From an optimization exercise on the open Yosys and OpenROAD flow, aimed at small area, a short achievable clock period and few clock cycles per item; shortcuts taken in it are not production practice.
At most, simulation tests tie the RTL to the original design; equivalence was not proved.
No functional check of the RTL was part of runs 3 and 4.
No activity file was given, so power comes from the tool's default toggle rates.

==> design.v <==
module ras_strip_enc #(
    parameter MAXW = 32                  
) (
    input  wire        clk,
    input  wire        rst,              
    input  wire        in_valid,
    output wire        in_ready,
    input  wire [15:0] in_data,          
    input  wire        in_sof,           
    input  wire        in_eof,           
    input  wire [4:0]  cfg_depth,        
    input  wire        cfg_mosaic,       
    input  wire [5:0]  cfg_width,        
    output wire        out_valid,
    input  wire        out_ready,
    output wire [7:0]  out_data,
    output wire        out_last          
);
    localparam ESC = 24;
    reg         adv;                     
    reg         fresh;                   
    reg         rdy;                     
    assign in_ready = rdy;
    always @(posedge clk)
        fresh <= rst;
    integer i;
    reg         v1;
    reg [15:0]  x1r;                     
    reg         sof1, eof1;
    reg [4:0]   depth1;
    reg         mos1;
    reg [5:0]   w1;
    reg [7:0]   hmask1;                  
    reg [5:0]   col1;
    reg [1:0]   row1;                    
    reg         odd1;
    wire        take    = adv & !fresh & in_valid;      
    wire        wrap1   = (col1 + 6'd1 == w1);
    always @(posedge clk) begin
        if (rst)
            v1 <= 1'b0;
        else if (adv)
            v1 <= take;
        if (take) begin
            x1r  <= in_data;
            sof1 <= in_sof;
            eof1 <= in_eof;
            if (in_sof) begin
                depth1 <= cfg_depth;
                mos1   <= cfg_mosaic;
                w1     <= cfg_width;
                for (i = 0; i < 8; i = i + 1)
                    hmask1[i] <= (cfg_depth > i + 8);
                col1   <= 6'd0;
                row1   <= 2'd0;
                odd1   <= 1'b0;
            end else if (wrap1) begin
                col1   <= 6'd0;
                row1   <= (row1 == 2'd2) ? 2'd2 : row1 + 2'd1;
                odd1   <= ~odd1;
            end else begin
                col1   <= col1 + 6'd1;
            end
        end
    end
    wire [15:0] mask1 = {hmask1, 8'hFF};
    wire [15:0] x1    = x1r & mask1;
    wire [6:0]  sw1   = mos1 ? {w1, 1'b0} : {1'b0, w1};
    wire [5:0]  dsel1 = sw1[5:0] - 6'd1;
    wire        sh1   = adv & v1;
    reg  [15:0] seg32 [0:31];
    reg  [15:0] seg16 [0:15];
    reg  [15:0] seg8  [0:7];
    reg  [15:0] seg4  [0:3];
    reg  [15:0] seg2  [0:1];
    reg  [15:0] seg1;
    wire [15:0] o32 = dsel1[5] ? seg32[31] : x1;
    wire [15:0] o16 = dsel1[4] ? seg16[15] : o32;
    wire [15:0] o8  = dsel1[3] ? seg8[7]   : o16;
    wire [15:0] o4  = dsel1[2] ? seg4[3]   : o8;
    wire [15:0] o2  = dsel1[1] ? seg2[1]   : o4;
    reg  [6:0]  osel;
    wire [5:0]  wm1 = cfg_width - 6'd1;
    always @(posedge clk) begin
        if (take && in_sof) begin
            osel[0] <= cfg_mosaic || wm1[0];
            osel[1] <= !cfg_mosaic && wm1[1:0] == 2'b10;
            osel[2] <= !cfg_mosaic && wm1[2:0] == 3'b100;
            osel[3] <= !cfg_mosaic && wm1[3:0] == 4'b1000;
            osel[4] <= !cfg_mosaic && wm1[4:0] == 5'b10000;
            osel[5] <= !cfg_mosaic && wm1[5:0] == 6'b100000;
            osel[6] <= !cfg_mosaic && wm1[5:0] == 6'b000000;
        end
    end
    wire [15:0] bn = ({16{osel[0]}} & seg1)      | ({16{osel[1]}} & seg2[1])
                   | ({16{osel[2]}} & seg4[3])   | ({16{osel[3]}} & seg8[7])
                   | ({16{osel[4]}} & seg16[15]) | ({16{osel[5]}} & seg32[31])
                   | ({16{osel[6]}} & x1);
    reg  [15:0] na1, nb1, left1, up1;
    reg  [15:0] pre1;                    
    reg         altb1, dgea1, dgeb1, dlea1, dleb1;
    reg  [15:0] ad1, bd1;                
    wire [15:0] an = mos1 ? left1 : x1;
    wire [15:0] dn = mos1 ? up1 : nb1;
    wire [15:0] pre_s = dn ^ ~an ^ ~bn;
    wire [15:0] pre_c = (dn & ~an) | (dn & ~bn) | (~an & ~bn);
    always @(posedge clk) begin
        if (sh1) begin
            seg32[0] <= x1;
            for (i = 1; i < 32; i = i + 1)
                seg32[i] <= seg32[i - 1];
            seg16[0] <= o32;
            for (i = 1; i < 16; i = i + 1)
                seg16[i] <= seg16[i - 1];
            seg8[0] <= o16;
            for (i = 1; i < 8; i = i + 1)
                seg8[i] <= seg8[i - 1];
            seg4[0] <= o8;
            for (i = 1; i < 4; i = i + 1)
                seg4[i] <= seg4[i - 1];
            seg2[0] <= o4;
            seg2[1] <= seg2[0];
            seg1    <= o2;
            left1 <= x1;
            up1   <= nb1;
            na1   <= an;
            nb1   <= bn;
            pre1  <= pre_s + {pre_c[14:0], 1'b1} + 16'd1;
            altb1 <= an < bn;
            dgea1 <= dn >= an;
            dgeb1 <= dn >= bn;
            dlea1 <= dn <= an;
            dleb1 <= dn <= bn;
            ad1   <= an - dn;
            bd1   <= bn - dn;
        end
    end
    wire [1:0]  st1  = mos1 ? 2'd2 : 2'd1;
    wire        top1 = row1 < st1;
    wire        lft1 = col1 < {4'd0, st1};
    wire [15:0] e_a   = x1r - na1;
    wire [15:0] e_b   = x1r - nb1;
    wire [15:0] e_med = x1r + pre1;
    wire [15:0] msbh1 = mask1 & ~{1'b0, mask1[15:1]};    
    wire [15:0] e_h   = x1r ^ msbh1;                     
    reg  [15:0] e1;
    always @(*) begin
        if (top1 && lft1)
            e1 = e_h;
        else if (top1)
            e1 = e_a;
        else if (lft1)
            e1 = e_b;
        else if (dgea1 && dgeb1)
            e1 = altb1 ? e_a : e_b;          
        else if (dlea1 && dleb1)
            e1 = altb1 ? e_b : e_a;          
        else
            e1 = e_med;                      
    end
    wire        flat1 = top1 | lft1;
    wire        sa1   = !dlea1;          
    wire        sb1   = !dleb1;          
    wire [16:0] g1    = {1'b0, ad1 ^ {16{sa1}}} + {1'b0, bd1 ^ {16{sb1}}}
                      + {15'd0, sa1} + {15'd0, sb1};
    reg  [3:0]  gclass1;
    always @(*) begin
        gclass1 = 4'd0;
        for (i = 0; i < 17; i = i + 1)
            if (g1[i])
                gclass1 = (i >= 14) ? 4'd15 : i + 1;
        if (flat1)
            gclass1 = 4'd0;
    end
    wire [1:0]  colour1 = mos1 ? {odd1, col1[0]} : 2'd0;
    wire [5:0]  ctx1    = {colour1, gclass1};
    reg         v2, sof2, eof2;
    reg [15:0]  e2;
    reg [5:0]   ctx2;
    reg [4:0]   depth2;
    always @(posedge clk) begin
        if (rst)
            v2 <= 1'b0;
        else if (adv)
            v2 <= v1;
        if (adv) begin
            sof2   <= sof1;
            eof2   <= eof1;
            e2     <= e1;
            ctx2   <= ctx1;
            depth2 <= depth1;
        end
    end
    reg  [15:0] mask2;                   
    always @(*)
        for (i = 0; i < 16; i = i + 1)
            mask2[i] = (i < 8) || (depth2 > i);
    wire [15:0] msbh2 = mask2 & ~{1'b0, mask2[15:1]};    
    wire        neg2  = |(e2 & msbh2);
    wire [15:0] m2    = ({e2[14:0], 1'b0} ^ {16{neg2}}) & mask2;
    reg  [21:0] ctx_a [0:63];
    reg  [5:0]  ctx_n [0:63];            
    reg  [63:0] ctx_v;                   
    wire [63:0] ctxh2 = 64'd1 << ctx2;   
    reg  [21:0] rda2;
    reg  [5:0]  rdn2;
    always @(*) begin
        rda2 = 22'd0;
        rdn2 = 6'd0;
        for (i = 0; i < 64; i = i + 1) begin
            rda2 = rda2 | ({22{ctxh2[i]}} & ctx_a[i]);
            rdn2 = rdn2 | ({6{ctxh2[i]}} & ctx_n[i]);
        end
    end
    reg         v3, eof3;
    reg [21:0]  a3;
    reg [5:0]   n3;
    reg         half3;                   
    reg [15:0]  m3;
    reg [5:0]   ctx3;
    reg [4:0]   depth3;
    wire [22:0] asum3   = {1'b0, a3} + {7'd0, m3} + {22'd0, half3};
    wire [21:0] anew3   = half3 ? asum3[22:1] : asum3[21:0];
    wire [5:0]  nnew3   = half3 ? 6'd32 : n3 + 6'd1;
    wire        fwd2    = v3 && !sof2 && (ctx3 == ctx2);
    wire        hit2    = |(ctx_v & ctxh2) && !sof2;
    wire [21:0] ainit2  = 22'd1 << (depth2 - 5'd6);
    wire [21:0] ard2    = fwd2 ? anew3 : (hit2 ? rda2 : ainit2);
    wire [5:0]  nrd2    = fwd2 ? nnew3 : (hit2 ? rdn2 : 6'd1);
    always @(posedge clk) begin
        if (rst)
            v3 <= 1'b0;
        else if (adv)
            v3 <= v2;
        if (adv) begin
            eof3   <= eof2;
            a3     <= ard2;
            n3     <= nrd2;
            half3  <= (nrd2 == 6'd63);
            m3     <= m2;
            ctx3   <= ctx2;
            depth3 <= depth2;
        end
        if (adv && v3) begin
            ctx_a[ctx3] <= anew3;
            ctx_n[ctx3] <= nnew3;
        end
        if (adv && v2 && sof2)
            ctx_v <= 64'd0;
        else if (adv && v3)
            ctx_v[ctx3] <= 1'b1;
    end
    reg  [15:0] t3;
    reg  [5:0]  lo3;
    always @(*) begin
        for (i = 0; i < 16; i = i + 1) begin
            lo3   = a3 >> i;
            t3[i] = (i < depth3) && ((a3 >> (i + 6)) != 0 || lo3 > n3
                    || (lo3 == n3 && (a3 & ((22'd1 << i) - 22'd1)) != 0));
        end
    end
    wire [4:0]  k3;
    assign k3[4] = t3[15];
    assign k3[3] = t3[7] & ~t3[15];
    assign k3[2] = (t3[3] & ~t3[7]) | (t3[11] & ~t3[15]);
    assign k3[1] = (t3[1] & ~t3[3]) | (t3[5] & ~t3[7]) | (t3[9] & ~t3[11])
                 | (t3[13] & ~t3[15]);
    assign k3[0] = (t3[0] & ~t3[1]) | (t3[2] & ~t3[3]) | (t3[4] & ~t3[5])
                 | (t3[6] & ~t3[7]) | (t3[8] & ~t3[9]) | (t3[10] & ~t3[11])
                 | (t3[12] & ~t3[13]) | (t3[14] & ~t3[15]);
    reg         esc3;
    always @(*) begin
        esc3 = 1'b0;
        for (i = 0; i <= 16; i = i + 1)
            if ((i == 0 || t3[i - 1]) && (i == 16 || !t3[i]) && {8'd0, m3} >= (ESC << i))
                esc3 = 1'b1;
    end
    reg         v4, eof4, esc4;
    reg [15:0]  m4;
    reg [4:0]   k4;
    reg [4:0]   depth4;
    always @(posedge clk) begin
        if (rst)
            v4 <= 1'b0;
        else if (adv)
            v4 <= v3;
        if (adv) begin
            eof4   <= eof3;
            esc4   <= esc3;
            m4     <= m3;
            k4     <= k3;
            depth4 <= depth3;
        end
    end
    wire [15:0] q4     = m4 >> k4;
    wire [15:0] fk4    = m4 << (5'd16 - k4);
    wire [15:0] fd4    = m4 << (5'd16 - depth4);
    wire [15:0] field4 = esc4 ? fd4 : fk4;
    wire [4:0]  qe4    = esc4 ? 5'd24 : q4[4:0];
    wire [5:0]  len4   = esc4 ? 6'd24 + {1'b0, depth4}
                               : {1'b0, q4[4:0]} + {1'b0, k4} + 6'd1;
    wire [4:0]  fsh4   = esc4 ? 5'd24 : q4[4:0] + 5'd1;
    reg         v5, eof5;
    reg [4:0]   qe5, fsh5;
    reg [15:0]  field5;
    reg [5:0]   len5;
    always @(posedge clk) begin
        if (rst)
            v5 <= 1'b0;
        else if (adv)
            v5 <= v4;
        if (adv) begin
            eof5   <= eof4;
            qe5    <= qe4;
            fsh5   <= fsh4;
            field5 <= field4;
            len5   <= len4;
        end
    end
    wire [39:0] ones5  = ~({40{1'b1}} >> qe5);
    wire [39:0] code5  = ones5 | ({field5, 24'd0} >> fsh5);
    reg         v6, eof6;
    reg [39:0]  code6;
    reg [5:0]   len6;
    always @(posedge clk) begin
        if (rst)
            v6 <= 1'b0;
        else if (adv)
            v6 <= v5;
        if (adv) begin
            eof6  <= eof5;
            code6 <= code5;
            len6  <= len5;
        end
    end
    reg  [63:0] acc;
    reg  [6:0]  occ;
    reg  [7:0]  lastf;
    reg         hv, tv;
    reg  [7:0]  hd, td;
    reg         hl, tl;
    reg         ge8;                     
    wire        push   = ge8 && !tv;
    wire        app    = adv && v6;
    wire [63:0] acc_a  = app ? (acc | ({code6, 24'd0} >> occ[4:0])) : acc;
    wire [6:0]  occ_a  = occ + (app ? {1'b0, len6} : 7'd0);
    wire [6:0]  occ_r  = (app && eof6) ? {occ_a[6:3] + {3'd0, occ_a[2:0] != 3'd0}, 3'd0}
                                       : occ_a;
    wire [2:0]  lidx   = occ_r[5:3] - 3'd1;
    wire [7:0]  lst_a  = (app && eof6) ? (lastf | (8'd1 << lidx)) : lastf;
    wire        fit_n  = push ? (occ_r <= 7'd32) : (occ_r <= 7'd24);
    always @(posedge clk) begin
        if (rst) begin
            acc   <= 64'd0;
            occ   <= 7'd0;
            ge8   <= 1'b0;
            lastf <= 8'd0;
            adv   <= 1'b1;
            rdy   <= 1'b0;
        end else begin
            acc   <= push ? {acc_a[55:0], 8'd0} : acc_a;
            occ   <= push ? occ_r - 7'd8 : occ_r;
            ge8   <= push ? (occ_r >= 7'd16) : (occ_r >= 7'd8);
            lastf <= push ? {1'b0, lst_a[7:1]} : lst_a;
            adv   <= fit_n;
            rdy   <= fit_n;
        end
    end
    wire        load_h = !hv || out_ready;
    always @(posedge clk) begin
        if (rst) begin
            hv <= 1'b0;
            tv <= 1'b0;
        end else if (load_h) begin
            hv <= tv || push;
            tv <= 1'b0;
        end else if (push) begin
            tv <= 1'b1;
        end
        if (load_h) begin
            hd <= tv ? td : acc[63:56];
            hl <= tv ? tl : lastf[0];
        end else if (push) begin
            td <= acc[63:56];
            tl <= lastf[0];
        end
    end
    assign out_valid = hv;
    assign out_data  = hd;
    assign out_last  = hl;
endmodule
==> flow/run.sh <==
#!/bin/bash
# The standard layout (standard.sh: the standard flow's synthesis and ORFS flow, all
# steps), with one change to how it is made: the buffers that ORFS puts on
# every input and output port are buf_4 cells (BUFFER_PORTS_ARGS).
# Each step's output goes to a log file of its own in this folder.
set -euo pipefail
export BUFFER_PORTS_ARGS="-buffer_cell sky130_fd_sc_hd__buf_4"
bash standard.sh synth > synth.log 2>&1
bash standard.sh floorplan > floorplan.log 2>&1
bash standard.sh place > place.log 2>&1
bash standard.sh cts > cts.log 2>&1
bash standard.sh route > route.log 2>&1
bash standard.sh finish > finish.log 2>&1
==> standard.sh <==
#!/bin/bash
# synth_recipe.tcl (not shown) runs the flow's synth.tcl, then flattens the netlist and writes it again
# the make line also repeats each setting of config.mk as NAME=value (left out here)
make -C /OpenROAD-flow-scripts/flow DESIGN_CONFIG=/design/flow/config.mk WORK_HOME=/design/flow/orfs CLKGATE_MAP_FILE= SYNTH_SCRIPT=/design/flow/synth_recipe.tcl "${@:-finish}"
==> config.mk <==
export PLATFORM = sky130hd
export DESIGN_NAME = ras_strip_enc
export DESIGN_NICKNAME = ras_strip_enc
export VERILOG_FILES = /design/flow/design.v
export SDC_FILE = /design/flow/constraint.sdc
export NUM_CORES = 8
export LEC_CHECK = 0
export CAP_MARGIN = 50
export CORE_MARGIN = 2
export CORE_UTILIZATION = 40
export CTS_BUF_LIST = sky130_fd_sc_hd__clkbuf_4 sky130_fd_sc_hd__clkbuf_8 sky130_fd_sc_hd__clkbuf_16
export CTS_CLUSTER_DIAMETER = 80
export CTS_CLUSTER_SIZE = 25
export SLEW_MARGIN = 70
==> constraint.sdc <==
create_clock -name core_clock -period 18.0 [get_ports {clk}]
set_input_delay 3.6000 -clock core_clock [delete_from_list [all_inputs] [get_ports {clk}]]
set_output_delay 3.6000 -clock core_clock [all_outputs]
set_load 0.01 [all_outputs]
==> run_results.csv, run 1 <==
group,metric,value,unit
run_status,status,"timing/DRC/antenna clean",
synthesis,syn_area_per_cell,15.7,um^2
final_layout,final_util,45.7,%
final_layout,final_cells,13294,
worst_setup_path,critPathLaunchType,"register",
power,clockPowerShare,19.7,%
placed_design,dp_cells,13004,
sta,worst_hold_slack,393,ps
power,net-switching-power,7.52,mW
power,pwr-share-comb,31.2,%
synthesis,ys_warn_count,8,
clock_tree,clock_tree.root_cell,"clkbuf_16",
floorplanning,start_util,40.2,%
synthesis,synth-edff-count,3167,
run,cap_violations,0,
drt,drtIter0Drc,12448,
sta,fin_crit,5050,ps
floorplanning,io_pins,45,
synthesis,synth-main-ff-cell,"edfxtp_1",
floorplanning,core,331000,um^2
sta,fmax,198,MHz
worst_setup_path,crit_chain,"buf_4",
global_routing,grt_pass1_vias,76376,
min_path,hp-class,"reg -> reg",
final_layout,multi_input_area,34600,um^2
worst_setup_path,reg2reg_to,"a3[7]",
final_layout,area_growth,13.6,%
floorplanning,die_h,581,um
power,p_int,14.7,mW
synthesis,ys_ff_latch,3322,
worst_setup_path,timing.rr.start,"ctx2[4]",
placed_design,port_buffers,44,
placed_design,dp_hpwl,266000,um
worst_setup_path,crit_fanout,1,
worst_setup_path,required,14400,ps
sta,setup_viol,0,
clock_tree,cts_buffer_depth,4,
clock_tree,cts.repair.resized,0,
placed_design,gp_congestion,0.902,
clock_tree,cts.sinks,3322,
global_routing,antenna_found_initial,24,
sta,setup_tns,0,ps
global_routing,grt_pass1_wl,578000,um
floorplanning,dieArea,337000,um^2
power,ir_worst_vdd,225,uV
clock_tree,cts_hold_buf,0,
sta,slew_headroom,62.0,%
synthesis,ys_top_cells_by_count,"edfxtp_1 (3167), a22oi_1 (808), nor2_1 (488)",
clock_tree,htree_levels,4,
worst_setup_path,ff2ff_setup_slack,13290,ps
drt,wirelength,415000,um
synthesis,synth_most_common_cell,"edfxtp_1",
power,p_seq_share,49.2,%
global_routing,grtUsageTotal,23.8,%
power,p_leak,51.0,nW
worst_setup_path,crit_type,"reg -> out",
synthesis,yosysSeqAreaShare,73.8,%
drt,postRouteAntennaNets,0,
drt,routed-via-count,81745,
min_path,worstHoldStart,"seg32[16][1]",
sta,rsz0062_at_grt,"false",
sta,finalCritPeriodShare,28.0,%
global_routing,grt-ovfl-total,0,
floorplanning,num_rows,211,
worst_setup_path,cp_slowest_cell,"edfxtp_1",
min_path,min_to,"seg32[17][1]",
clock_tree,numCtsBuffers,172,
clock_tree,cts_setup_buffers,0,
clock_tree,path_clk_slew,90,ps
floorplanning,die_w,581,um
final_layout,final_area,151000,um^2
synthesis,syn_inst,8502,
power,p_sw_share,33.8,%
worst_setup_path,r2r_cells,14,
synthesis,synth.area.top_cells,"edfxtp_1 (71%), a22oi_1 (4.6%), ha_1 (2.9%)",
synthesis,synth_area,133000,um^2
global_routing,grt_max_degree,71,
worst_setup_path,cp_top_family,"flip-flops",
power,powerDensity,147,nW/um^2
clock_tree,clock_latency,930,ps
final_layout,fin_nets,9227,
synthesis,synth_nets,8873,
sta,worst_slew_pin_slew,567,ps
worst_setup_path,worst_setup_path_end_kind,"output port",
synthesis,synth.largest_area_cell,"edfxtp_1",
synthesis,synth_cell_types,96,
sta,fin_skew,98.9,ps
drt,wl_per_cell,31.2,um
worst_setup_path,arrival,1450,ps
sta,drv_slew,0,
final_layout,fillers,28170,
synthesis,async_flop_share,0,%
worst_setup_path,crit_buf_inv,1,
final_layout,ff_latch_area,98200,um^2
placed_design,dpl_cell_area,145000,um^2
drt,drc_errors,0,
drt,vias_per_cell,6.15,
final_layout,drive_gt1_share,15.2,%
worst_setup_path,slowest_delay,390,ps
min_path,worstHoldPathCells,0,
sta,finalHoldViolations,0,
clock_tree,tritoncts,"built",
drt,drtPass1Iterations,8,
synthesis,synth.top_cell.area_share,71.4,%
## layout by cell type, fill, tap and decap left out, drive strengths merged, types with 47 or more instances in the layout
| cell type | instances |
|---|---|
| a31oi | 55 |
| buf | 556 |
| inv | 221 |
| and2 | 81 |
| clkbuf | 202 |
| ha | 312 |
| xnor2 | 138 |
| nand2b | 47 |
| and3 | 71 |
| nand2 | 472 |
| a211oi | 69 |
| nor4 | 63 |
| o21ai | 177 |
| nand4 | 132 |
| nor2 | 490 |
| a21oi | 261 |
| edfxtp | 3167 |
| xor2 | 65 |
| dfxtp | 155 |
| mux2i | 159 |
| mux2 | 142 |
| nor2b | 48 |
| a222oi | 51 |
| nand3 | 113 |
| a21o | 76 |
| nor3 | 163 |
| a22oi | 808 |
## kinds of logic (layout without fill, tap and decap cells)
kind of cell               after synthesis  in the layout  share of synthesized area, %
AOI/OAI and AO/OA                     1891           1891                          10.1
xor gates and xnor gates               203            203                          1.34
adders and majority gates              337            337                          3.31
buffers and inverters                  606           1021                          1.77
DFF                                   3322           3322                          73.8
muxes                                  343            343                          3.14
other                                    0             11                             0
and+or+nand+nor                       1800           1800                          6.56
## how the worst max path moves through the flow
stage | startpoint | endpoint | slack, ps | cells after the start
6_report | hd[1] | out_data[1] | 12950 | 1
4_1_cts | hd[1] | out_data[1] | 12900 | 1
2_1_floorplan | adv | ad1[0] | 4900 | 2
3_5_place_dp | in_valid | depth1[3] | 12750 | 6
3_3_place_gp | adv | seg16[0][2] | 12470 | 5
5_1_grt | hd[1] | out_data[1] | 12930 | 1
## registers in the layout (all words and copies together) (netlist names), 22 cells and up
signal and cells:
a3 22, acc 64, code6 40, ctx_a 1408, ctx_n 384, ctx_v 64
seg16 256, seg2 32, seg32 496, seg4 64, seg8 128
## metal layers
| metal | GRT usage [%] | routed length, um | part of all wire (%) |
|---|---|---|---|
| met5 | 0 | 120 | 0.029 |
| met4 | 11.3 | 24000 | 5.8 |
| met3 | 5.16 | 50000 | 12 |
| met2 | 35.8 | 181000 | 44 |
| met1 | 32.8 | 159000 | 38 |
## final cells by class
class / instances / share of cell area, %
timing repair buffer: 579 / 4.57
clock inverter: 51 / 0.448
inverter: 207 / 0.527
multi-input combinational: 4574 / 22.9
clock buffer: 184 / 2.93
tap: 4366 / 3.61
sequential: 3322 / 65.0
antenna: 11 / 0.0182
## through the flow
| step | worst slack, ps | power, mW |
|---|---|---|
| 6_report | 12950 | 22.2 |
| 5_1_grt | 12930 | 23.0 |
| 4_1_cts | 12900 | 21.8 |
| 3_5_place_dp | 12750 | 17.6 |
| 3_3_place_gp | 12470 | 16.9 |
| 2_1_floorplan | 4900 | 14.8 |
## power groups by stage
stage	Sequential (mW)	Combinational, mW	Clock (mW)
floorplan	11.2	3.68	0
global placement	11.3	5.65	0
detailed placement	11.1	6.42	0
CTS	11.0	6.44	4.43
global route	11.0	7.36	4.67
finish	10.9	6.93	4.37
Testbench counts, summed over its fixed seeds: cycles 136,416, items 127,122.
==> run 2, diff against run 1 <==
--- a/config.mk
+++ b/config.mk
@@ -5,10 +5,10 @@
 export SDC_FILE = /design/flow/constraint.sdc
 export NUM_CORES = 8
 export LEC_CHECK = 0
-export CAP_MARGIN = 50
+export CAP_MARGIN = 30
 export CORE_MARGIN = 2
 export CORE_UTILIZATION = 40
 export CTS_BUF_LIST = sky130_fd_sc_hd__clkbuf_4 sky130_fd_sc_hd__clkbuf_8 sky130_fd_sc_hd__clkbuf_16
 export CTS_CLUSTER_DIAMETER = 80
 export CTS_CLUSTER_SIZE = 25
-export SLEW_MARGIN = 70
+export SLEW_MARGIN = 40
==> run 2 against run 1 <==
Compared with the run above:
- final cell count fell by 2.1%
- combinational power down 13%
- routed wire length is 1.2% lower
- count of clock-buffer cells in the layout up 1
- global-route usage fell by 0.28 points
- critical endpoint unchanged
- largest cell class unchanged
==> run_results.csv, run 2 <==
group,metric,value,unit
floorplanning,core,331000,um^2
global_routing,grtUsageMet2,35.5,%
run_status,status,"timing/DRC/antenna clean",
drt,routed-via-count,80223,
sta,finalCritPeriodShare,28.0,%
drt,drc_errors,0,
floorplanning,start_util,40.2,%
sta,slew_headroom,34.3,%
global_routing,grtUsageTotal,23.5,%
final_layout,area_growth,9.49,%
sta,fmax,198,MHz
final_layout,final_util,44.1,%
sta,finalHoldViolations,0,
final_layout,final_area,146000,um^2
clock_tree,cts.repair.resized,0,
synthesis,synth.largest_area_cell,"edfxtp_1",
final_layout,final_cell_mix,"edfxtp_1 (3167), a22oi_1 (808), nand2_1 (468)",
drt,wl_per_cell,31.5,um
worst_setup_path,crit_buf_inv,1,
min_path,hp-class,"reg -> reg",
worst_setup_path,crit_chain,"buf_4",
drt,vias_per_cell,6.17,
worst_setup_path,arrival,1440,ps
sta,fin_skew,96.6,ps
run,cap_violations,0,
final_layout,final_common_cell,"edfxtp_1",
synthesis,ys_ff_latch,3322,
clock_tree,numCtsBuffers,171,
final_layout,fillers,28667,
synthesis,syn_area_per_cell,15.7,um^2
global_routing,busiest_layer,"met2",
synthesis,synth.top_cell.area_share,71.4,%
sta,setup_viol,0,
sta,setup_tns,0,ps
final_layout,final_cells,13009,
worst_setup_path,crit_type,"reg -> out",
worst_setup_path,worst_setup_path_end_kind,"output port",
global_routing,grt_max_degree,118,
clock_tree,cts_setup_buffers,0,
worst_setup_path,critPathLaunchType,"register",
placed_design,dpl_cell_area,140000,um^2
power,ir_worst_vdd,306,uV
sta,drv_slew,0,
drt,postRouteAntennaNets,0,
placed_design,dp_cells,12755,
power,p_total,21.5,mW
synthesis,synth_nets,8873,
worst_setup_path,crit_fanout,1,
clock_tree,tritoncts,"built",
synthesis,synth-edff-count,3167,
drt,wirelength,410000,um
worst_setup_path,slowest_delay,390,ps
power,p_leak,48.8,nW
synthesis,syn_inst,8502,
global_routing,grtUsageMet1,32.6,%
clock_tree,clock_tree.root_cell,"clkbuf_16",
synthesis,synth-main-ff-cell,"edfxtp_1",
synthesis,synth_most_common_cell,"edfxtp_1",
global_routing,antenna_found_initial,23,
floorplanning,die_w,581,um
worst_setup_path,cp_top_family,"flip-flops",
sta,rsz0062_at_grt,"false",
placed_design,dp_slack,12590,ps
clock_tree,cts_buffer_depth,4,
sta,worst_hold_slack,374,ps
final_layout,multi_input_area,33500,um^2
clock_tree,clock_latency,920,ps
placed_design,gp_congestion,0.902,
clock_tree,htree_levels,4,
floorplanning,num_rows,211,
drt,drtIter0Drc,12210,
placed_design,dp_hpwl,242000,um
sta,worst_slew_pin_slew,986,ps
synthesis,synth_area,133000,um^2
synthesis,ys_warn_count,8,
synthesis,synth.area.top_cells,"edfxtp_1 (71%), a22oi_1 (4.6%), ha_1 (2.9%)",
power,powerDensity,147,nW/um^2
sta,fin_ws,12960,ps
final_layout,reg_top3,"ctx_a (1408), seg32 (496), ctx_n (384)",
floorplanning,io_pins,45,
global_routing,grt-ovfl-total,0,
final_layout,ff_latch_area,98200,um^2
floorplanning,dieArea,337000,um^2
global_routing,grt_pass1_wl,569000,um
clock_tree,path_clk_slew,90,ps
placed_design,port_buffers,44,
global_routing,grt_pass1_vias,74650,
drt,drtPass1Iterations,7,
final_layout,fin_nets,8941,
synthesis,synth_cell_types,96,
floorplanning,die_h,581,um
synthesis,yosysSeqAreaShare,73.8,%
synthesis,async_flop_share,0,%
final_layout,largest_reg_flops,1408,
synthesis,ys_top_cells_by_count,"edfxtp_1 (3167), a22oi_1 (808), nor2_1 (488)",
final_layout,drive_gt1_share,10.8,%
global_routing,use_met3,5.13,%
clock_tree,cts.sinks,3322,
worst_setup_path,cp_slowest_cell,"edfxtp_1",
worst_setup_path,required,14400,ps
clock_tree,cts_hold_buf,0,
sta,fin_crit,5040,ps
final_layout,regMostFlops,"ctx_a",
[run 2: cell counts after synthesis]
Identical to the previous run, type by type.
[run 2: logic make-up (layout without fill, tap and decap cells)]
group	count (synthesis)	count (layout)	share of synthesized area, %
buffers and inverters	606	736	1.77
muxes	343	343	3.14
and+or+nand+nor	1800	1800	6.56
other	0	11	0
AOI/OAI and AO/OA	1891	1891	10.1
xor gates and xnor gates	203	203	1.34
adders and majority gates	337	337	3.31
DFF	3322	3322	73.8
[run 2: per-layer routing]
metal | wire length [um] | up-vias
met2 | 179000 | 4939
met3 | 47800 | 989
met4 | 22900 | 20
li1 | - | 33517
met5 | 118 | -
met1 | 160000 | 40758
[run 2: final cells by class]
cell class              instances  area share (%)
well taps                    4366            3.75
diodes                         11          0.0189
clock buffers                 185            3.09
clock inverters                50           0.422
inverters                     207           0.533
repair buffers                294            1.80
flip-flops and latches       3322            67.4
multi-input cells            4574            23.0
[run 2: power by group]
| group | internal (mW) | leakage (nW) | switching (mW) |
|---|---|---|---|
| Combinational | 1.74 | 15.8 | 4.29 |
| Clock | 1.91 | 2.51 | 2.47 |
| Sequential | 10.6 | 30.4 | 0.465 |
[run 2: final timing paths]
kind	from	end	slack (ps)	cells after the start
max	hd[1]	out_data[1]	12960	1
min	seg32[12][11]	seg32[13][11]	370	0
max reg2reg	mos1	pre1[15]	13020	17
min reg2reg	seg32[12][11]	seg32[13][11]	370	0
==> run 3, diff against run 2 <==
--- a/design.v
+++ b/design.v
@@ -18,11 +18,8 @@
 );
     localparam ESC = 24;
     reg         adv;                     
-    reg         fresh;                   
     reg         rdy;                     
     assign in_ready = rdy;
-    always @(posedge clk)
-        fresh <= rst;
     integer i;
     reg         v1;
     reg [15:0]  x1r;                     
@@ -34,7 +31,7 @@
     reg [5:0]   col1;
     reg [1:0]   row1;                    
     reg         odd1;
-    wire        take    = adv & !fresh & in_valid;      
+    wire        take    = rdy & in_valid;
     wire        wrap1   = (col1 + 6'd1 == w1);
     always @(posedge clk) begin
         if (rst)
@@ -176,6 +173,7 @@
     wire [5:0]  ctx1    = {colour1, gclass1};
     reg         v2, sof2, eof2;
     reg [15:0]  e2;
+    reg [7:0]   hmask2;
     reg [5:0]   ctx2;
     reg [4:0]   depth2;
     always @(posedge clk) begin
@@ -187,14 +185,12 @@
             sof2   <= sof1;
             eof2   <= eof1;
             e2     <= e1;
+            hmask2 <= hmask1;
             ctx2   <= ctx1;
             depth2 <= depth1;
         end
     end
-    reg  [15:0] mask2;                   
-    always @(*)
-        for (i = 0; i < 16; i = i + 1)
-            mask2[i] = (i < 8) || (depth2 > i);
+    wire [15:0] mask2 = {hmask2, 8'hFF};
     wire [15:0] msbh2 = mask2 & ~{1'b0, mask2[15:1]};    
     wire        neg2  = |(e2 & msbh2);
     wire [15:0] m2    = ({e2[14:0], 1'b0} ^ {16{neg2}}) & mask2;
==> run.sh (new file) <==
#!/bin/bash
# synth_recipe.tcl (not shown) runs the flow's synth.tcl, then flattens the netlist and writes it again
# the make line also repeats each setting of config.mk as NAME=value (left out here)
make -C /OpenROAD-flow-scripts/flow DESIGN_CONFIG=/design/flow/config.mk WORK_HOME=/design/flow/orfs CLKGATE_MAP_FILE= SYNTH_SCRIPT=/design/flow/synth_recipe.tcl finish
==> config.mk (replaced) <==
export PLATFORM = sky130hd
export DESIGN_NAME = ras_strip_enc
export DESIGN_NICKNAME = ras_strip_enc
export VERILOG_FILES = /design/flow/design.v
export SDC_FILE = /design/flow/constraint.sdc
export NUM_CORES = 8
export LEC_CHECK = 0
export CAP_MARGIN = 50
export CORE_MARGIN = 2
export CORE_UTILIZATION = 40
export SLEW_MARGIN = 70
removed: flow/run.sh
removed: standard.sh
==> run 3 against run 2 <==
Compared with the run above:
- still clean
- total power up 19%
- die area grew 0.32%
- synthesized area up 0.32%
- combinational power rose by 22%
- final area grew 8.6%
- fmax down 10%
- synthesized cell count up 1.4%
- highest routed layer unchanged
==> run_results.csv, run 3 <==
group,metric,value,unit
worst_setup_path,critPathLaunchType,"register",
synthesis,ys_ff_latch,3329,
sta,slew_headroom,65.6,%
power,powerDensity,161,nW/um^2
drt,drtPass1Iterations,7,
power,ir_worst_vdd,175,uV
min_path,hp-class,"reg -> reg",
final_layout,ff_latch_area,98400,um^2
clock_tree,cts.repair.resized,0,
drt,postRouteAntennaNets,0,
synthesis,synth_nets,8993,
synthesis,syn_area_per_cell,15.5,um^2
run_status,status,"timing/DRC/antenna clean",
final_layout,final_util,47.5,%
clock_tree,numCtsBuffers,340,
synthesis,ys_warn_count,8,
final_layout,largest_reg_flops,1408,
sta,fin_ws,12370,ps
placed_design,dp_hpwl,288000,um
sta,setup_tns,0,ps
synthesis,ys_top_cells_by_count,"edfxtp_1 (3175), a22oi_1 (913), nand2_1 (578)",
clock_tree,htree_levels,5,
worst_setup_path,arrival,2030,ps
floorplanning,core,333000,um^2
drt,drc_errors,0,
sta,rsz0062_at_grt,"false",
worst_setup_path,crit_path_end,"in_ready",
worst_setup_path,required,14400,ps
clock_tree,cts_hold_buf,0,
global_routing,grt_max_degree,71,
power,p_leak,54.4,nW
synthesis,synth.area.top_cells,"edfxtp_1 (71%), a22oi_1 (5.1%), ha_1 (2.9%)",
drt,routed-via-count,85920,
synthesis,synth.largest_area_cell,"edfxtp_1",
final_layout,regMostFlops,"ctx_a",
synthesis,yosysSeqAreaShare,73.7,%
clock_tree,cts_buffer_depth,4,
worst_setup_path,cp-startpoint,"rdy",
final_layout,fillers,27976,
floorplanning,num_rows,212,
synthesis,synth-edff-count,3175,
worst_setup_path,r2r_cells,17,
placed_design,gp_congestion,0.903,
synthesis,synth_most_common_cell,"edfxtp_1",
global_routing,grt-ovfl-total,0,
final_layout,fin_nets,9636,
worst_setup_path,timing.rr.start,"mos1",
global_routing,grt_pass1_vias,81305,
drt,wl_per_cell,32.3,um
worst_setup_path,cp_top_family,"buffers and inverters",
final_layout,reg_top3,"ctx_a (1408), seg32 (496), ctx_n (384)",
placed_design,dp_slack,12760,ps
worst_setup_path,worst_setup_path_end_kind,"output port",
worst_setup_path,crit_type,"reg -> out",
clock_tree,cts.sinks,3329,
sta,setup_viol,0,
worst_setup_path,cp_slowest_cell,"clkdlybuf4s50_1",
drt,vias_per_cell,6.17,
worst_setup_path,path_depth,1,
floorplanning,dieArea,338000,um^2
sta,drv_slew,0,
final_layout,final_common_cell,"edfxtp_1",
clock_tree,clock_latency,960,ps
floorplanning,die_w,582,um
synthesis,async_flop_share,0,%
worst_setup_path,reg2reg_to,"pre1[15]",
sta,worst_slew_pin_slew,516,ps
global_routing,grtUsageTotal,25.8,%
worst_setup_path,slowest_delay,630,ps
floorplanning,die_h,582,um
floorplanning,start_util,40.1,%
worst_setup_path,ff2ff_setup_slack,13460,ps
clock_tree,path_clk_slew,60,ps
final_layout,multi_input_area,34800,um^2
drt,drtIter0Drc,12691,
floorplanning,io_pins,45,
clock_tree,tritoncts,"built",
global_routing,grt_pass1_wl,620000,um
sta,finalHoldViolations,0,
power,p_total,25.5,mW
worst_setup_path,crit_chain,"clkdlybuf4s50_1",
placed_design,port_buffers,44,
sta,fin_crit,5630,ps
synthesis,synth_area,134000,um^2
worst_setup_path,crit_fanout,3,
synthesis,synth_cell_types,101,
global_routing,antenna_found_initial,21,
sta,finalCritPeriodShare,31.3,%
drt,wirelength,449000,um
final_layout,area_growth,18.5,%
sta,fmax,178,MHz
synthesis,synth-main-ff-cell,"edfxtp_1",
run,cap_violations,0,
final_layout,final_cell_mix,"edfxtp_1 (3175), a22oi_1 (913), nand2_1 (572)",
final_layout,drive_gt1_share,17.2,%
synthesis,syn_inst,8625,
synthesis,synth.top_cell.area_share,71.4,%
clock_tree,clock_tree.root_cell,"clkbuf_16",
worst_setup_path,crit_buf_inv,1,
sta,fin_skew,111,ps
clock_tree,cts_setup_buffers,0,
==> run 3: layout make-up <==
class	count	area share, %
sequential	3329	62.2
multi-input combinational	4673	22.0
clock buffer	421	5.67
timing repair buffer	698	4.92
tap	4387	3.47
clock inverter	188	1.18
inverter	226	0.542
antenna	12	0.0190
==> run 3: through the flow <==
stage / instances / instance area (um^2) / hold slack, ps
floorplan: 8625 / 134000 / 400
global placement: 12888 / 141000 / 400
detailed placement: 13281 / 147000 / 405
CTS: 13890 / 157000 / 390
global route: 13924 / 158000 / 400
finish: 13934 / 158000 / 403
==> run 3: cells by family (layout without fill, tap and decap cells) <==
family                     Yosys count  in the layout  synth area share (%)
and+or+nand+nor                   1893           1893                  6.71
adders and majority gates          334            334                  3.27
xor gates and xnor gates           200            200                  1.31
muxes                              320            320                  2.90
buffers and inverters              623           1533                  1.85
other                                0             12                     0
DFF                               3329           3329                  73.7
AOI/OAI and AO/OA                 1926           1926                  10.3
==> run 3: metal layers <==
metal / part of all wire (%) / wire length [um] / track usage (%) / up-vias
met3: 13 / 59200 / 6.74 / 1459
met4: 6.4 / 29000 / 13.5 / 20
met1: 37 / 167000 / 34.6 / 43194
met5: 0.032 / 146 / 0 / -
met2: 43 / 194000 / 38.5 / 6022
li1: - / - / - / 35225
==> run 3: how the worst min path moves through the flow <==
stage	endpoint	start	depth (start not counted)	slack, ps
floorplan	depth2[0]	depth1[0]	0	400
global placement	seg32[2][4]	seg32[1][4]	0	400
detailed placement	seg16[13][8]	seg16[12][8]	0	400
CTS	seg16[14][11]	seg16[13][11]	0	390
global route	seg16[14][11]	seg16[13][11]	0	400
finish	seg4[1][6]	seg4[0][6]	0	400
==> run 3: power by group <==
group / internal, mW / total (mW) / leakage, nW / switching (mW)
logic: 2.41 / 7.37 / 18.7 / 4.96
clock network: 3.91 / 6.94 / 5.26 / 3.03
registers: 10.7 / 11.1 / 30.5 / 0.412
total: 17.1 / 25.5 / 54.4 / 8.40
==> run 4, diff against run 3 <==
--- a/design.v
+++ b/design.v
@@ -18,8 +18,11 @@
 );
     localparam ESC = 24;
     reg         adv;                     
+    reg         fresh;                   
     reg         rdy;                     
     assign in_ready = rdy;
+    always @(posedge clk)
+        fresh <= rst;
     integer i;
     reg         v1;
     reg [15:0]  x1r;                     
@@ -31,7 +34,7 @@
     reg [5:0]   col1;
     reg [1:0]   row1;                    
     reg         odd1;
-    wire        take    = rdy & in_valid;
+    wire        take    = adv & !fresh & in_valid;      
     wire        wrap1   = (col1 + 6'd1 == w1);
     always @(posedge clk) begin
         if (rst)
@@ -173,7 +176,6 @@
     wire [5:0]  ctx1    = {colour1, gclass1};
     reg         v2, sof2, eof2;
     reg [15:0]  e2;
-    reg [7:0]   hmask2;
     reg [5:0]   ctx2;
     reg [4:0]   depth2;
     always @(posedge clk) begin
@@ -185,12 +187,14 @@
             sof2   <= sof1;
             eof2   <= eof1;
             e2     <= e1;
-            hmask2 <= hmask1;
             ctx2   <= ctx1;
             depth2 <= depth1;
         end
     end
-    wire [15:0] mask2 = {hmask2, 8'hFF};
+    reg  [15:0] mask2;                   
+    always @(*)
+        for (i = 0; i < 16; i = i + 1)
+            mask2[i] = (i < 8) || (depth2 > i);
     wire [15:0] msbh2 = mask2 & ~{1'b0, mask2[15:1]};    
     wire        neg2  = |(e2 & msbh2);
     wire [15:0] m2    = ({e2[14:0], 1'b0} ^ {16{neg2}}) & mask2;
@@ -265,15 +269,22 @@
                  | (t3[6] & ~t3[7]) | (t3[8] & ~t3[9]) | (t3[10] & ~t3[11])
                  | (t3[12] & ~t3[13]) | (t3[14] & ~t3[15]);
     reg         esc3;
+    reg  [4:0]  q3;
+    reg  [20:0] mx3;
     always @(*) begin
         esc3 = 1'b0;
+        q3   = 5'd0;
+        mx3  = {5'd0, m3};
         for (i = 0; i <= 16; i = i + 1)
-            if ((i == 0 || t3[i - 1]) && (i == 16 || !t3[i]) && {8'd0, m3} >= (ESC << i))
-                esc3 = 1'b1;
+            if ((i == 0 || t3[i - 1]) && (i == 16 || !t3[i])) begin
+                if ({8'd0, m3} >= (ESC << i))
+                    esc3 = 1'b1;
+                q3 = q3 | mx3[i +: 5];
+            end
     end
     reg         v4, eof4, esc4;
     reg [15:0]  m4;
-    reg [4:0]   k4;
+    reg [4:0]   k4, q4;
     reg [4:0]   depth4;
     always @(posedge clk) begin
         if (rst)
@@ -285,20 +296,21 @@
             esc4   <= esc3;
             m4     <= m3;
             k4     <= k3;
+            q4     <= q3;
             depth4 <= depth3;
         end
     end
-    wire [15:0] q4     = m4 >> k4;
     wire [15:0] fk4    = m4 << (5'd16 - k4);
     wire [15:0] fd4    = m4 << (5'd16 - depth4);
     wire [15:0] field4 = esc4 ? fd4 : fk4;
-    wire [4:0]  qe4    = esc4 ? 5'd24 : q4[4:0];
+    wire [4:0]  qe4    = esc4 ? 5'd24 : q4;
+    wire [4:0]  fsh4   = esc4 ? 5'd24 : q4 + 5'd1;
     wire [5:0]  len4   = esc4 ? 6'd24 + {1'b0, depth4}
-                               : {1'b0, q4[4:0]} + {1'b0, k4} + 6'd1;
-    wire [4:0]  fsh4   = esc4 ? 5'd24 : q4[4:0] + 5'd1;
+                               : {1'b0, q4} + {1'b0, k4} + 6'd1;
+    wire [39:0] ones4  = ~({40{1'b1}} >> qe4);
+    wire [39:0] code4  = ones4 | ({field4, 24'd0} >> fsh4);
     reg         v5, eof5;
-    reg [4:0]   qe5, fsh5;
-    reg [15:0]  field5;
+    reg [39:0]  code5;
     reg [5:0]   len5;
     always @(posedge clk) begin
         if (rst)
@@ -306,27 +318,9 @@
         else if (adv)
             v5 <= v4;
         if (adv) begin
-            eof5   <= eof4;
-            qe5    <= qe4;
-            fsh5   <= fsh4;
-            field5 <= field4;
-            len5   <= len4;
-        end
-    end
-    wire [39:0] ones5  = ~({40{1'b1}} >> qe5);
-    wire [39:0] code5  = ones5 | ({field5, 24'd0} >> fsh5);
-    reg         v6, eof6;
-    reg [39:0]  code6;
-    reg [5:0]   len6;
-    always @(posedge clk) begin
-        if (rst)
-            v6 <= 1'b0;
-        else if (adv)
-            v6 <= v5;
-        if (adv) begin
-            eof6  <= eof5;
-            code6 <= code5;
-            len6  <= len5;
+            eof5  <= eof4;
+            code5 <= code4;
+            len5  <= len4;
         end
     end
     reg  [63:0] acc;
@@ -337,13 +331,13 @@
     reg         hl, tl;
     reg         ge8;                     
     wire        push   = ge8 && !tv;
-    wire        app    = adv && v6;
-    wire [63:0] acc_a  = app ? (acc | ({code6, 24'd0} >> occ[4:0])) : acc;
-    wire [6:0]  occ_a  = occ + (app ? {1'b0, len6} : 7'd0);
-    wire [6:0]  occ_r  = (app && eof6) ? {occ_a[6:3] + {3'd0, occ_a[2:0] != 3'd0}, 3'd0}
+    wire        app    = adv && v5;
+    wire [63:0] acc_a  = app ? (acc | ({code5, 24'd0} >> occ[4:0])) : acc;
+    wire [6:0]  occ_a  = occ + (app ? {1'b0, len5} : 7'd0);
+    wire [6:0]  occ_r  = (app && eof5) ? {occ_a[6:3] + {3'd0, occ_a[2:0] != 3'd0}, 3'd0}
                                        : occ_a;
     wire [2:0]  lidx   = occ_r[5:3] - 3'd1;
-    wire [7:0]  lst_a  = (app && eof6) ? (lastf | (8'd1 << lidx)) : lastf;
+    wire [7:0]  lst_a  = (app && eof5) ? (lastf | (8'd1 << lidx)) : lastf;
     wire        fit_n  = push ? (occ_r <= 7'd32) : (occ_r <= 7'd24);
     always @(posedge clk) begin
         if (rst) begin
==> flow/run.sh (new file) <==
#!/bin/bash
# The standard layout (standard.sh: the standard flow's synthesis and ORFS flow, all
# steps), with one change to how it is made: the buffers that ORFS puts on
# every input and output port are buf_4 cells (BUFFER_PORTS_ARGS).
# Each step's output goes to a log file of its own in this folder.
set -euo pipefail
export BUFFER_PORTS_ARGS="-buffer_cell sky130_fd_sc_hd__buf_4"
bash standard.sh synth > synth.log 2>&1
bash standard.sh floorplan > floorplan.log 2>&1
bash standard.sh place > place.log 2>&1
bash standard.sh cts > cts.log 2>&1
bash standard.sh route > route.log 2>&1
bash standard.sh finish > finish.log 2>&1
==> standard.sh (new file) <==
#!/bin/bash
# synth_recipe.tcl (not shown) runs the flow's synth.tcl, then flattens the netlist and writes it again
# the make line also repeats each setting of config.mk as NAME=value (left out here)
make -C /OpenROAD-flow-scripts/flow DESIGN_CONFIG=/design/flow/config.mk WORK_HOME=/design/flow/orfs CLKGATE_MAP_FILE= SYNTH_SCRIPT=/design/flow/synth_recipe.tcl "${@:-finish}"
--- a/config.mk
+++ b/config.mk
@@ -5,7 +5,10 @@
 export SDC_FILE = /design/flow/constraint.sdc
 export NUM_CORES = 8
 export LEC_CHECK = 0
-export CAP_MARGIN = 50
+export CAP_MARGIN = 30
 export CORE_MARGIN = 2
 export CORE_UTILIZATION = 40
-export SLEW_MARGIN = 70
+export CTS_BUF_LIST = sky130_fd_sc_hd__clkbuf_4 sky130_fd_sc_hd__clkbuf_8 sky130_fd_sc_hd__clkbuf_16
+export CTS_CLUSTER_DIAMETER = 80
+export CTS_CLUSTER_SIZE = 25
+export SLEW_MARGIN = 40
removed: run.sh
==> run 4 against run 3 <==
Compared with the run above:
- worst setup slack improved by 200 ps
- routed wire length fell by 3.7%
- critical path type is now reg -> reg
- synthesized area fell by 0.97%
- critical endpoint is now pre1[15]
==> run_results.csv, run 4 <==
group,metric,value,unit
floorplanning,num_rows,211,
floorplanning,dieArea,335000,um^2
drt,wirelength,433000,um
sta,drv_slew,0,
clock_tree,clock_tree.root_cell,"clkbuf_16",
drt,routed-via-count,82300,
synthesis,synth.largest_area_cell,"edfxtp_1",
synthesis,synth_area,132000,um^2
power,p_leak,47.9,nW
placed_design,dp_slack,12330,ps
global_routing,grt_pass1_vias,76393,
placed_design,dpl_cell_area,140000,um^2
sta,finalHoldViolations,0,
global_routing,grt_pass1_wl,595000,um
global_routing,grtUsageTotal,25.1,%
drt,wl_per_cell,33.0,um
global_routing,grt_max_degree,109,
synthesis,ys_ff_latch,3293,
final_layout,fin_nets,9053,
drt,drtPass1Iterations,8,
synthesis,synth_nets,8950,
floorplanning,die_h,579,um
sta,finalCritPeriodShare,30.2,%
placed_design,dp_cells,12873,
sta,fin_crit,5430,ps
clock_tree,cts.sinks,3293,
final_layout,final_cell_mix,"edfxtp_1 (3139), a22oi_1 (927), nand2_1 (526)",
worst_setup_path,crit_fanout,42,
worst_setup_path,worst_setup_path_end_kind,"register",
clock_tree,cts_setup_buffers,0,
worst_setup_path,crit_type,"reg -> reg",
sta,worst_hold_slack,419,ps
power,powerDensity,152,nW/um^2
sta,slew_headroom,32.8,%
final_layout,drive_gt1_share,10.9,%
drt,postRouteAntennaNets,0,
clock_tree,cts_hold_buf,0,
sta,fmax,184,MHz
final_layout,final_area,145000,um^2
clock_tree,htree_levels,4,
run_status,status,"timing/DRC/antenna clean",
synthesis,yosysSeqAreaShare,73.6,%
final_layout,fillers,28683,
final_layout,regMostFlops,"ctx_a",
min_path,hp-class,"reg -> reg",
sta,setup_tns,0,ps
sta,fin_ws,12570,ps
synthesis,synth_cell_types,91,
floorplanning,start_util,40.1,%
synthesis,synth.top_cell.area_share,71.3,%
drt,vias_per_cell,6.27,
final_layout,final_cells,13135,
drt,drtIter0Drc,13183,
final_layout,final_common_cell,"edfxtp_1",
worst_setup_path,required,18600,ps
synthesis,synth.area.top_cells,"edfxtp_1 (71%), a22oi_1 (5.3%), ha_1 (3.0%)",
clock_tree,cts_buffer_depth,4,
synthesis,synth-main-ff-cell,"edfxtp_1",
synthesis,ys_top_cells_by_count,"edfxtp_1 (3139), a22oi_1 (927), nor2_1 (533)",
synthesis,ys_warn_count,8,
final_layout,reg_top3,"ctx_a (1408), seg32 (496), ctx_n (384)",
placed_design,port_buffers,44,
synthesis,synth_most_common_cell,"edfxtp_1",
run,cap_violations,0,
synthesis,syn_inst,8577,
clock_tree,path_clk_slew,100,ps
power,ir_worst_vdd,321,uV
synthesis,async_flop_share,0,%
sta,worst_slew_pin_slew,1010,ps
worst_setup_path,arrival,6030,ps
floorplanning,die_w,579,um
clock_tree,clock_latency,920,ps
sta,rsz0062_at_grt,"false",
synthesis,synth-edff-count,3139,
sta,fin_skew,103,ps
clock_tree,tritoncts,"built",
placed_design,dp_hpwl,253000,um
global_routing,antenna_found_initial,21,
clock_tree,cts.repair.resized,0,
final_layout,area_growth,9.85,%
clock_tree,numCtsBuffers,167,
floorplanning,io_pins,45,
global_routing,grt-ovfl-total,0,
floorplanning,core,330000,um^2
placed_design,gp_congestion,0.878,
worst_setup_path,critPathLaunchType,"register",
synthesis,syn_area_per_cell,15.4,um^2
final_layout,largest_reg_flops,1408,
drt,drc_errors,0,
sta,setup_viol,0,
run 4: layout make-up:
type                       instances  area [um^2]  share of cell area [%]
antenna                           24         60.1                  0.0413
clock buffer                     190         4430                    3.05
clock inverter                    44          563                   0.388
inverter                         264          991                   0.682
multi-input combinational       4649        33700                    23.2
sequential                      3293        97400                    67.0
tap                             4366         5460                    3.76
timing repair buffer             305         2650                    1.83
run 4: critical path, cell delays in order (launching register included):
cell      delay (ps)
edfxtp_1         340
buf_4            480
clkinv_1         130
buf_4            270
a21boi_0         370
inv_1            230
fa_1             480
inv_1             90
ha_1             200
inv_1             90
fa_1             450
a21o_1           180
a21oi_1          210
o21ai_0          150
a21oi_1          270
o21bai_1         130
a211oi_1         300
o21ai_0          190
a31o_2           260
a21oi_1          180
xnor2_1           90
run 4: kinds of logic (layout without fill, tap and decap cells):
logic type | after synthesis | in the layout | share of synthesized area (%)
xor+xnor | 212 | 212 | 1.41
buf+inv | 635 | 803 | 1.83
fa+ha+maj | 339 | 339 | 3.35
compound gates | 1955 | 1955 | 10.4
mux | 283 | 283 | 2.74
simple gates | 1860 | 1860 | 6.63
flops | 3293 | 3293 | 73.6
other cells | 0 | 24 | 0
run 4: layer usage:
| metal | GRT usage (%) | share of wire [%] |
|---|---|---|
| met1 | 34.9 | 39 |
| met2 | 37.5 | 43 |
| met3 | 5.74 | 12 |
| met4 | 11.9 | 5.7 |
| met5 | 0 | 0.014 |
run 4: final timing paths:
check	startpoint	end	slack (ps)	cells past startpoint
max	mos1	pre1[15]	12570	20
max reg2reg	mos1	pre1[15]	12570	20
min	seg16[8][13]	seg16[9][13]	420	0
min reg2reg	seg16[8][13]	seg16[9][13]	420	0
run 4: stage by stage:
stage | util, % | total power, mW
3_5_place_dp | 42.5 | 17.7
5_1_grt | 44.0 | 22.9
6_report | 44.1 | 22.0
2_1_floorplan | - | 15.2
3_3_place_gp | 42.3 | 17.5
4_1_cts | 44.0 | 21.9
run 4: where the power goes:
group / total, mW / switching [mW] / leakage, nW / internal [mW]
clock network: 4.30 / 2.46 / 2.46 / 1.84
registers: 11.1 / 0.477 / 30.1 / 10.6
logic: 6.64 / 4.80 / 15.3 / 1.84
==> run 5, diff against run 4 <==
--- a/design.v
+++ b/design.v
@@ -97,13 +97,10 @@
                    | ({16{osel[4]}} & seg16[15]) | ({16{osel[5]}} & seg32[31])
                    | ({16{osel[6]}} & x1);
     reg  [15:0] na1, nb1, left1, up1;
-    reg  [15:0] pre1;                    
-    reg         altb1, dgea1, dgeb1, dlea1, dleb1;
-    reg  [15:0] ad1, bd1;                
+    reg         altb1;                   
+    reg  [16:0] ad1, bd1;                
     wire [15:0] an = mos1 ? left1 : x1;
     wire [15:0] dn = mos1 ? up1 : nb1;
-    wire [15:0] pre_s = dn ^ ~an ^ ~bn;
-    wire [15:0] pre_c = (dn & ~an) | (dn & ~bn) | (~an & ~bn);
     always @(posedge clk) begin
         if (sh1) begin
             seg32[0] <= x1;
@@ -125,14 +122,9 @@
             up1   <= nb1;
             na1   <= an;
             nb1   <= bn;
-            pre1  <= pre_s + {pre_c[14:0], 1'b1} + 16'd1;
             altb1 <= an < bn;
-            dgea1 <= dn >= an;
-            dgeb1 <= dn >= bn;
-            dlea1 <= dn <= an;
-            dleb1 <= dn <= bn;
-            ad1   <= an - dn;
-            bd1   <= bn - dn;
+            ad1   <= {1'b0, an} - {1'b0, dn};
+            bd1   <= {1'b0, bn} - {1'b0, dn};
         end
     end
     wire [1:0]  st1  = mos1 ? 2'd2 : 2'd1;
@@ -140,9 +132,15 @@
     wire        lft1 = col1 < {4'd0, st1};
     wire [15:0] e_a   = x1r - na1;
     wire [15:0] e_b   = x1r - nb1;
-    wire [15:0] e_med = x1r + pre1;
+    wire [15:0] med_s = x1r ^ ~na1 ^ ~bd1[15:0];
+    wire [15:0] med_c = (x1r & ~na1) | (x1r & ~bd1[15:0]) | (~na1 & ~bd1[15:0]);
+    wire [15:0] e_med = med_s + {med_c[14:0], 1'b1} + 16'd1;
     wire [15:0] msbh1 = mask1 & ~{1'b0, mask1[15:1]};    
     wire [15:0] e_h   = x1r ^ msbh1;                     
+    wire        sa1   = ad1[16];                         
+    wire        sb1   = bd1[16];                         
+    wire        dgea1 = sa1 || ad1[15:0] == 16'd0;       
+    wire        dgeb1 = sb1 || bd1[15:0] == 16'd0;       
     reg  [15:0] e1;
     always @(*) begin
         if (top1 && lft1)
@@ -153,15 +151,13 @@
             e1 = e_b;
         else if (dgea1 && dgeb1)
             e1 = altb1 ? e_a : e_b;          
-        else if (dlea1 && dleb1)
+        else if (!sa1 && !sb1)
             e1 = altb1 ? e_b : e_a;          
         else
             e1 = e_med;                      
     end
     wire        flat1 = top1 | lft1;
-    wire        sa1   = !dlea1;          
-    wire        sb1   = !dleb1;          
-    wire [16:0] g1    = {1'b0, ad1 ^ {16{sa1}}} + {1'b0, bd1 ^ {16{sb1}}}
+    wire [16:0] g1    = {1'b0, ad1[15:0] ^ {16{sa1}}} + {1'b0, bd1[15:0] ^ {16{sb1}}}
                       + {15'd0, sa1} + {15'd0, sb1};
     reg  [3:0]  gclass1;
     always @(*) begin
@@ -284,8 +280,7 @@
     end
     reg         v4, eof4, esc4;
     reg [15:0]  m4;
-    reg [4:0]   k4, q4;
-    reg [4:0]   depth4;
+    reg [4:0]   kk4, q4;                 
     always @(posedge clk) begin
         if (rst)
             v4 <= 1'b0;
@@ -295,18 +290,14 @@
             eof4   <= eof3;
             esc4   <= esc3;
             m4     <= m3;
-            k4     <= k3;
+            kk4    <= esc3 ? depth3 : k3;
             q4     <= q3;
-            depth4 <= depth3;
         end
     end
-    wire [15:0] fk4    = m4 << (5'd16 - k4);
-    wire [15:0] fd4    = m4 << (5'd16 - depth4);
-    wire [15:0] field4 = esc4 ? fd4 : fk4;
+    wire [15:0] field4 = m4 << (5'd16 - kk4);               
     wire [4:0]  qe4    = esc4 ? 5'd24 : q4;
     wire [4:0]  fsh4   = esc4 ? 5'd24 : q4 + 5'd1;
-    wire [5:0]  len4   = esc4 ? 6'd24 + {1'b0, depth4}
-                               : {1'b0, q4} + {1'b0, k4} + 6'd1;
+    wire [5:0]  len4   = {1'b0, fsh4} + {1'b0, kk4};
     wire [39:0] ones4  = ~({40{1'b1}} >> qe4);
     wire [39:0] code4  = ones4 | ({field4, 24'd0} >> fsh4);
     reg         v5, eof5;
@@ -326,11 +317,8 @@
     reg  [63:0] acc;
     reg  [6:0]  occ;
     reg  [7:0]  lastf;
-    reg         hv, tv;
-    reg  [7:0]  hd, td;
-    reg         hl, tl;
     reg         ge8;                     
-    wire        push   = ge8 && !tv;
+    wire        push   = ge8 && out_ready;
     wire        app    = adv && v5;
     wire [63:0] acc_a  = app ? (acc | ({code5, 24'd0} >> occ[4:0])) : acc;
     wire [6:0]  occ_a  = occ + (app ? {1'b0, len5} : 7'd0);
@@ -356,26 +344,7 @@
             rdy   <= fit_n;
         end
     end
-    wire        load_h = !hv || out_ready;
-    always @(posedge clk) begin
-        if (rst) begin
-            hv <= 1'b0;
-            tv <= 1'b0;
-        end else if (load_h) begin
-            hv <= tv || push;
-            tv <= 1'b0;
-        end else if (push) begin
-            tv <= 1'b1;
-        end
-        if (load_h) begin
-            hd <= tv ? td : acc[63:56];
-            hl <= tv ? tl : lastf[0];
-        end else if (push) begin
-            td <= acc[63:56];
-            tl <= lastf[0];
-        end
-    end
-    assign out_valid = hv;
-    assign out_data  = hd;
-    assign out_last  = hl;
+    assign out_valid = ge8;
+    assign out_data  = acc[63:56];
+    assign out_last  = lastf[0];
 endmodule
--- a/config.mk
+++ b/config.mk
@@ -5,10 +5,10 @@
 export SDC_FILE = /design/flow/constraint.sdc
 export NUM_CORES = 8
 export LEC_CHECK = 0
-export CAP_MARGIN = 30
+export CAP_MARGIN = 20
 export CORE_MARGIN = 2
-export CORE_UTILIZATION = 40
+export CORE_UTILIZATION = 50
 export CTS_BUF_LIST = sky130_fd_sc_hd__clkbuf_4 sky130_fd_sc_hd__clkbuf_8 sky130_fd_sc_hd__clkbuf_16
 export CTS_CLUSTER_DIAMETER = 80
 export CTS_CLUSTER_SIZE = 25
-export SLEW_MARGIN = 40
+export SLEW_MARGIN = 30
==> run 5 against run 4 <==
Compared with the run above:
- die area decreased by 21%
- combinational power decreased by 21%
- first-iteration DRC count decreased by 1.2%
- clock power decreased by 1%
- critical path type unchanged
- highest routed layer unchanged
==> run_results.csv, run 5 <==
group,metric,value,unit
sta,fin_skew,81.4,ps
floorplanning,dieArea,264000,um^2
clock_tree,cts_setup_buffers,0,
sta,rsz0062_at_grt,"false",
final_layout,area_growth,8.96,%
global_routing,grt_max_degree,207,
worst_setup_path,r2r_cells,12,
floorplanning,io_pins,45,
synthesis,synth-edff-count,3098,
synthesis,synth_nets,8673,
synthesis,ys_ff_latch,3250,
drt,drtPass1Iterations,6,
drt,drtIter0Drc,13026,
synthesis,syn_inst,8343,
drt,drc_errors,0,
final_layout,fillers,20367,
floorplanning,die_h,514,um
worst_setup_path,arrival,5700,ps
worst_setup_path,ff2ff_setup_slack,12910,ps
synthesis,synth-main-ff-cell,"edfxtp_1",
min_path,worstHoldStart,"seg8[3][6]",
clock_tree,cts.sinks,3250,
sta,setup_viol,0,
clock_tree,numCtsBuffers,164,
power,p_seq_share,52.2,%
sta,finalHoldViolations,0,
final_layout,drive_gt1_share,10.9,%
drt,routed-via-count,80811,
sta,fin_crit,5090,ps
worst_setup_path,reg2reg_to,"a3[2]",
worst_setup_path,timing.rr.start,"ctx2[0]",
sta,finalCritPeriodShare,28.3,%
placed_design,gp_congestion,0.889,
global_routing,grt_pass1_wl,581000,um
sta,worst_hold_slack,411,ps
global_routing,antenna_found_initial,25,
final_layout,reg_top3,"ctx_a (1408), seg32 (496), ctx_n (384)",
placed_design,dpl_cell_area,136000,um^2
global_routing,grtUsageMet1,43.8,%
power,ir_worst_vdd,286,uV
floorplanning,num_rows,187,
final_layout,final_cell_mix,"edfxtp_1 (3098), a22oi_1 (924), nand2_1 (499)",
min_path,worstHoldPathCells,0,
clock_tree,cts_buffer_depth,3,
sta,fmax,196,MHz
clock_tree,clock_tree.root_cell,"clkbuf_16",
final_layout,regMostFlops,"ctx_a",
sta,drv_slew,0,
worst_setup_path,critPathLaunchType,"register",
clock_tree,cts.repair.resized,0,
synthesis,async_flop_share,0,%
power,net-switching-power,6.57,mW
worst_setup_path,crit_type,"reg -> reg",
clock_tree,clock_latency,910,ps
global_routing,grtUsageTotal,31.3,%
floorplanning,die_w,514,um
drt,vias_per_cell,6.78,
final_layout,final_area,142000,um^2
sta,worst_slew_pin_slew,1100,ps
placed_design,dp_hpwl,249000,um
global_routing,grtUsageMet2,46.2,%
worst_setup_path,crit_fanout,33,
synthesis,synth.top_cell.area_share,71.6,%
power,p_int,13.3,mW
final_layout,largest_reg_flops,1408,
clock_tree,path_clk_slew,90,ps
run,cap_violations,0,
global_routing,grt_pass1_vias,75116,
clock_tree,tritoncts,"built",
synthesis,synth_area,130000,um^2
worst_setup_path,required,18610,ps
placed_design,port_buffers,44,
final_layout,final_util,54.6,%
power,clockPowerShare,21.4,%
drt,postRouteAntennaNets,0,
worst_setup_path,worst_setup_path_end_kind,"register",
sta,slew_headroom,26.4,%
power,p_sw_share,33.2,%
min_path,min_to,"seg8[4][6]",
synthesis,synth.largest_area_cell,"edfxtp_1",
clock_tree,cts_hold_buf,0,
drt,wl_per_cell,35.3,um
run_status,status,"timing/DRC/antenna clean",
min_path,hp-class,"reg -> reg",
global_routing,grt-ovfl-total,0,
synthesis,synth_most_common_cell,"edfxtp_1",
drt,wirelength,421000,um
power,pwr-share-comb,26.3,%
clock_tree,htree_levels,4,
synthesis,synth.area.top_cells,"edfxtp_1 (72%), a22oi_1 (5.3%), ha_1 (2.6%)",
synthesis,synth_cell_types,93,
final_layout,final_common_cell,"edfxtp_1",
floorplanning,start_util,50.1,%
sta,setup_tns,0,ps
power,p_leak,47.4,nW
synthesis,syn_area_per_cell,15.6,um^2
global_routing,busiest_layer,"met2",
global_routing,use_met3,7.75,%
floorplanning,core,259000,um^2
synthesis,ys_warn_count,8,
synthesis,ys_top_cells_by_count,"edfxtp_1 (3098), a22oi_1 (924), nor2_1 (509)",
final_layout,fin_nets,8770,
power,powerDensity,140,nW/um^2
synthesis,yosysSeqAreaShare,74.0,%
==> run 5: cell types whose count changed in the layout (fill, tap and decap cells not counted), moves of 27 or more <==
cell / change
inv_1: -98
xnor2_1: -51
and3_1: +48
o21ai_0: -48
ha_1: -42
edfxtp_1: -41
buf_4: +34
nor3_1: -33
xor2_1: +31
a21o_1: +30
a21boi_0: -28
nand2_1: -27
==> run 5: worst max path at each step <==
stage / cells past startpoint / to / slack (ps) / startpoint
2_1_floorplan: 2 / ad1[0] / 5800 / adv
3_3_place_gp: 5 / osel[1] / 12280 / in_valid
3_5_place_dp: 5 / w1[2] / 12600 / in_valid
4_1_cts: 1 / out_valid / 12840 / ge8
5_1_grt: 14 / ctx2[2] / 12760 / bd1[16]
6_report: 12 / a3[2] / 12910 / ctx2[0]
==> run 5: worst max-delay path, stage by stage (launching register included) <==
cell and delay (ps):
edfxtp_1 380, buf_4 260, nand4bb_1 530, nor2_4 630, buf_4 790, a2111oi_0 220, and4_1 240, nand4_1 150
nand2b_1 70, buf_4 240, a31oi_2 730, a21oi_1 120, a21oi_1 380
==> run 5: layout make-up <==
type	count	area (um^2)	area share, %
flip-flops and latches	3250	96100	67.9
multi-input cells	4550	32900	23.3
well taps	3402	4260	3.01
clock buffers	178	4240	3.00
repair buffers	310	2560	1.81
clock inverters	54	816	0.576
inverters	164	616	0.435
diodes	10	25.0	0.0177
==> run 5: power by group through the flow <==
| stage | clock (mW) | combinational (mW) | sequential [mW] |
|---|---|---|---|
| 3_3_place_gp | 0 | 4.94 | 10.5 |
| 6_report | 4.25 | 5.22 | 10.4 |
| 3_5_place_dp | 0 | 5.06 | 10.5 |
| 2_1_floorplan | 0 | 3.21 | 10.4 |
| 4_1_cts | 4.31 | 5.08 | 10.4 |
| 5_1_grt | 4.54 | 5.58 | 10.4 |
==> run 5: cell families after synthesis <==
logic type / synth area share, %
DFF: 74.0
AOI/OAI and AO/OA: 10.4
and+or+nand+nor: 6.95
buffers and inverters: 1.63
adders and majority gates: 2.99
muxes: 2.76
xor gates and xnor gates: 1.28
==> run 5: metrics by stage <==
step	instances	total power, mW	setup WS, ps
3_5_place_dp	11671	15.6	12600
5_1_grt	11910	20.5	12760
3_3_place_gp	11664	15.5	12280
6_report	11918	19.8	12910
2_1_floorplan	8343	13.6	5800
4_1_cts	11903	19.7	12840
==> run 5: layer usage <==
| layer | vias up | part of all wire [%] |
|---|---|---|
| li1 | 33136 | - |
| met3 | 1224 | 13 |
| met4 | 20 | 5.9 |
| met1 | 40854 | 38 |
| met2 | 5577 | 43 |
| met5 | - | 0.031 |
Testbench counts of run 5, summed over its fixed seeds: cycles 136,400, items 127,122.

[afterwards: timing with drivers on the ports]
No port has a modelled driver above. Below, the same layouts with a new extraction and two added sets of constraints.
Step 1 assumes that a clkbuf_16 drives the clock port and a buf_2 every other input.
Step 2, shift: input delay + t, output delay - t, t = (earliest + latest rising clock arrival at the registers) / 2. This alone moves slack from input paths to output paths.
Three values: no drivers, after step 1, after step 2; two values: the first two.
run | shift t [ns] | slack for setup (ns)
run 1 | 0.979 | 12.955 / 12.854 / 12.774
run 2 | 0.972 | 12.960 / 12.865 / 12.486
run 3 | 1.002 | 12.369 / 12.273 / 12.543
run 4 | 0.969 | 12.573 / 12.573 / 12.366
run 5 | 0.962 | 12.910 / 12.819 / 12.603
After both steps setup and hold are still met in every run listed.
